From an optimization exercise on the open Yosys and OpenROAD flow, aimed at small area and a short achievable clock period; shortcuts taken in it are not production practice.
The RTL was checked by simulation tests, not by an equivalence proof against the original design.
Power is estimated from default activity; no workload was simulated.

== the baseline ==
==> module cv_unit, before the edit <==
module cv_unit (
    input             clk,
    input             rst,
    input             we,
    input      [3:0]  addr,
    input      [17:0] wdata,
    output reg [17:0] rdata,
    output reg        err,
    input             feed_valid,
    input      [3:0]  feed_n,
    input      [8:0]  feed_data
);
    reg [7:0]  cfg_r;
    reg [31:0] poly_r;
    reg [31:0] init_r;
    reg [31:0] val_r;
    reg [8:0]  vt_r;
    reg [8:1]  mi_r;
    reg        p_we;
    reg        p_feed;
    reg [3:0]  p_sel;
    reg [17:0] p_data;
    wire [4:0]  wm1_r   = cfg_r[4:0];
    wire        refin_r = cfg_r[5];
    wire [31:0] mask_r  = 32'hFFFF_FFFF >> (~wm1_r);
    reg  [9:1]  hot;
    integer     c;
    always @* begin
        for (c = 1; c < 10; c = c + 1)
            hot[c] = (p_sel == c);
    end
    reg  [8:0]  vtop, dtop;
    integer     i2, c2;
    always @* begin
        for (i2 = 0; i2 < 9; i2 = i2 + 1) begin
            vtop[i2] = 1'b0;
            dtop[i2] = 1'b0;
            for (c2 = i2 + 1; c2 < 10; c2 = c2 + 1) begin
                vtop[i2] = vtop[i2] | (hot[c2] & vt_r[9 - c2 + i2]);
                dtop[i2] = dtop[i2] | (hot[c2] & (refin_r ? p_data[c2 - 1 - i2]
                                                          : p_data[i2]));
            end
        end
    end
    wire [8:0]  h = vtop ^ dtop;
    wire [8:0]  mi = {mi_r, 1'b1};
    reg  [8:0]  q;
    reg  [15:0] qt;
    integer     i, j, t;
    always @* begin
        for (i = 0; i < 9; i = i + 1) begin
            qt = 16'd0;
            qt[0] = h[i];
            for (j = i + 1; j < 9; j = j + 1)
                qt[j - i] = mi[j - i] & h[j];
            for (t = 0; t < 8; t = t + 1) qt[t] = qt[t] ^ qt[t + 8];
            for (t = 0; t < 4; t = t + 1) qt[t] = qt[t] ^ qt[t + 4];
            for (t = 0; t < 2; t = t + 1) qt[t] = qt[t] ^ qt[t + 2];
            q[i] = qt[0] ^ qt[1];
        end
    end
    reg  [31:0] vsh;
    reg  [31:0] fed;
    reg  [15:0] ft;
    integer     m, b2;
    always @* begin
        vsh = val_r << p_sel;
        for (b2 = 0; b2 < 32; b2 = b2 + 1) begin
            ft = 16'd0;
            for (m = 0; m < 9; m = m + 1)
                if (b2 >= m)
                    ft[m] = q[m] & poly_r[b2 - m];
            ft[9] = vsh[b2];
            for (t = 0; t < 8; t = t + 1) ft[t] = ft[t] ^ ft[t + 8];
            for (t = 0; t < 4; t = t + 1) ft[t] = ft[t] ^ ft[t + 4];
            for (t = 0; t < 2; t = t + 1) ft[t] = ft[t] ^ ft[t + 2];
            fed[b2] = ft[0] ^ ft[1];
        end
    end
    reg [7:0]  cfg_t;
    reg [31:0] poly_t;
    reg [31:0] init_t;
    reg [31:0] val_t;
    always @* begin
        cfg_t  = cfg_r;
        poly_t = poly_r;
        init_t = init_r;
        val_t  = val_r;
        if (p_we) begin
            case (p_sel)
                4'd0: begin                      
                    cfg_t  = p_data[7:0];
                    poly_t = poly_r & mask_r;
                    init_t = init_r & mask_r;
                    val_t  = val_r  & mask_r;
                end
                4'd1: poly_t[17:0]  = p_data;
                4'd2: poly_t[31:18] = p_data[13:0];
                4'd3: init_t[17:0]  = p_data;
                4'd4: init_t[31:18] = p_data[13:0];
                4'd5: val_t[17:0]   = p_data;
                4'd6: val_t[31:18]  = p_data[13:0];
                4'd9: val_t         = init_r;
                default: ;
            endcase
        end
        if (p_feed)
            val_t = fed;
    end
    wire [4:0]  wm1_t  = cfg_t[4:0];
    wire        refout = cfg_t[6];
    wire        finv   = cfg_t[7];
    wire [31:0] mask_t = 32'hFFFF_FFFF >> (~wm1_t);
    wire [31:0] vl = val_t << (~wm1_t);
    wire [38:0] pla = {poly_t, 7'd0};                  
    wire [22:0] pl16 = wm1_t[4] ? pla[38:16] : pla[22:0];
    wire [14:0] pl8  = wm1_t[3] ? pl16[22:8] : pl16[14:0];
    wire [10:0] pl4  = wm1_t[2] ? pl8[14:4]  : pl8[10:0];
    wire [8:0]  pl2  = wm1_t[1] ? pl4[10:2]  : pl4[8:0];
    wire [7:0]  pl1  = wm1_t[0] ? pl2[8:1]   : pl2[7:0];   
    wire [31:0] pl   = {pl1, 24'd0};
    reg  [8:0]  mi_t;
    integer     a, d;
    always @* begin
        mi_t[0] = 1'b1;
        for (a = 1; a < 9; a = a + 1) begin
            mi_t[a] = 1'b0;
            for (d = 1; d <= a; d = d + 1)
                mi_t[a] = mi_t[a] ^ (pl[32 - d] & mi_t[a - d]);
        end
    end
    reg  [31:0] rev;
    integer     r;
    always @* begin
        for (r = 0; r < 32; r = r + 1)
            rev[r] = vl[31 - r];
    end
    wire [31:0] res = (refout ? rev : val_t) ^ {32{finv}};
    reg  [17:0] lw;
    reg  [13:0] hw;
    always @* begin
        case (addr[2:1])
            2'd0:    lw = poly_t[17:0];              
            2'd1:    lw = init_t[17:0];              
            2'd2:    lw = val_t[17:0];               
            default: lw = res[17:0];                 
        endcase
        case (addr[2:1])
            2'd1:    hw = poly_t[31:18];             
            2'd2:    hw = init_t[31:18];             
            2'd3:    hw = val_t[31:18];              
            default: hw = res[31:18];                
        endcase
    end
    wire        is_l  = !addr[3] && addr[0];                         
    wire        is_h  = (!addr[3] && !addr[0] && addr[2:1] != 2'd0)
                     || (addr == 4'd8);                              
    wire        is_c  = (addr == 4'd0);
    wire [17:0] rd_word = ({18{is_l}} & mask_t[17:0] & lw)
                        | ({18{is_h}} & {4'd0, mask_t[31:18] & hw})
                        | ({18{is_c}} & {10'd0, cfg_t});
    wire refused = (addr == 4'd0) && (wdata[4:0] < 5'd2);    
    wire feed_ok = (feed_n != 4'd0) && (feed_n <= 4'd9);
    always @(posedge clk) begin
        if (rst) begin
            cfg_r  <= 8'o037;
            poly_r <= 32'd0;
            init_r <= 32'd0;
            val_r  <= 32'd0;
            p_we   <= 1'b0;
            p_feed <= 1'b0;
            rdata  <= 18'd0;
            err    <= 1'b0;
        end else begin
            cfg_r  <= cfg_t;
            poly_r <= poly_t;
            init_r <= init_t;
            val_r  <= val_t;
            rdata  <= rd_word;
            err    <= we && refused;
            p_we   <= we && !refused;
            p_feed <= !we && feed_valid && feed_ok;
        end
        vt_r   <= vl[31:23];
        mi_r   <= mi_t[8:1];
        p_sel  <= we ? addr : feed_n;
        p_data <= {wdata[17:9], we ? wdata[8:0] : feed_data};
    end
endmodule
export LEC_CHECK = 0
export CAP_MARGIN = 20
export CORE_MARGIN = 2
export CORE_UTILIZATION = 40
export PLACE_DENSITY = 0.5
export SLEW_MARGIN = 20
create_clock -name core_clock -period 27.0 [get_ports {clk}]
standard.sh (not shown) runs the stock make flow with config.mk's settings and CLKGATE_MAP_FILE= SYNTH_SCRIPT=/design/flow/synth_recipe.tcl, a recipe that flattens the netlist after the stock synthesis.
==> flow/flow/run.sh <==
#!/bin/bash
# Own layout flow: the standard ORFS flow (standard.sh) with
#  - synthesis mapped by ABC with area recovery (flow/synth.tcl, flow/abc_area.script);
#  - plain buffers (buf_2) on the ports instead of delay buffers;
#  - ORFS's repair_timing aiming for extra setup slack (SETUP_SLACK_MARGIN),
#    so it sizes up the drivers on the long paths.
# The SDC, clock period, floorplan, power grid, CTS and routing are the standard ones.
set -euo pipefail
W=$(pwd)
export MY_ABC_SCRIPT=$W/flow/abc_area.script
make -C "$FLOW_HOME" DESIGN_CONFIG="$W/config.mk" WORK_HOME="$W/orfs" CLKGATE_MAP_FILE= \
  SYNTH_SCRIPT="$W/flow/synth.tcl" synth > "$W/synth.log" 2>&1
bash "$W/standard.sh" SETUP_SLACK_MARGIN=20.5 \
  "BUFFER_PORTS_ARGS=-buffer_cell sky130_fd_sc_hd__buf_2" finish > "$W/layout.log" 2>&1
==> flow/flow/abc_area.script <==
&get -n
&st
&dch -f
&nf -R 1000
&put
topo
stime -c
==> flow/flow/synth.tcl <==
# synth_recipe.tcl (the standard synthesis), with one change: ABC maps the logic
# with flow/abc_area.script (mapping with area recovery) instead of ORFS's script.
# Registers are mapped before ABC runs, so they are the standard synthesis's.
proc synth {args} { yosys synth -nofsm -noshare {*}$args }
proc abc {args} {
  set i [lsearch -exact $args -script]
  if { $i >= 0 } {
    set args [lreplace $args $i [expr {$i + 1}] -script $::env(MY_ABC_SCRIPT)]
  }
  yosys abc {*}$args
}
source $::env(SCRIPTS_DIR)/synth.tcl
# left out here: clear keep_hierarchy, flatten, clean up, hide names made inside functions, write 1_2_yosys.v
diff inputs: the baseline => the candidate
diff --git a/flow/design.v b/flow/design.v
--- a/flow/design.v
+++ b/flow/design.v
@@ -165,25 +165,29 @@
         if (rst) begin
             cfg_r  <= 8'o037;
             poly_r <= 32'd0;
             init_r <= 32'd0;
             val_r  <= 32'd0;
+            vt_r   <= 9'd0;
+            mi_r   <= 8'd0;
             p_we   <= 1'b0;
             p_feed <= 1'b0;
+            p_sel  <= 4'd0;
+            p_data <= 18'd0;
             rdata  <= 18'd0;
             err    <= 1'b0;
         end else begin
             cfg_r  <= cfg_t;
             poly_r <= poly_t;
             init_r <= init_t;
             val_r  <= val_t;
+            vt_r   <= vl[31:23];
+            mi_r   <= mi_t[8:1];
             rdata  <= rd_word;
             err    <= we && refused;
             p_we   <= we && !refused;
             p_feed <= !we && feed_valid && feed_ok;
+            p_sel  <= we ? addr : feed_n;
+            p_data <= we ? wdata : {9'd0, feed_data};
         end
-        vt_r   <= vl[31:23];
-        mi_r   <= mi_t[8:1];
-        p_sel  <= we ? addr : feed_n;
-        p_data <= {wdata[17:9], we ? wdata[8:0] : feed_data};
     end
 endmodule
From the baseline to the candidate the numbers moved as follows: met2 layer usage reported by global route shows an increase of 0.29 points, number of ordinary and repair buffers in the finished layout now smaller. The candidate: no failed stages, no open violations at the end. The candidate against the baseline; detailed-route wire length is down slightly. Pin slew with the least headroom to its limit: higher on the baseline. The candidate vs. the baseline: share of power burned in the clock network went down by 1.6 points. Diff the baseline -> the candidate | power | up by a little under 10%.

afterwards: timing with drivers on the ports:
No port has a modelled driver above. Below, the same layouts with a new extraction and two added sets of constraints.
Step 1: set_driving_cell puts a clkbuf_16 on clk and a buf_2 on each other input, an assumption about the parent block.
Step 2 moves the port delays by t, midway between the first and last clock arrival at a register: inputs arrive t later, outputs are due t later. That takes back most of the time a late clock gives input paths.
Three values: ideal, step 1, step 2; two values: the first two.
run	shift t [ns]	slack for setup (ns)	slew at the worst register clock pin (ns)	pins driven straight from the clock port
the baseline	0.516	20.297 / 20.222 / 19.706	0.08 / 0.08	1
the candidate	0.520	20.385 / 20.316 / 19.795	0.08 / 0.08	1
After both steps setup and hold are still met in every run listed. The setup slack of the baseline, which loses most, moves by -0.075 ns with the drivers and by -0.591 ns with both steps.
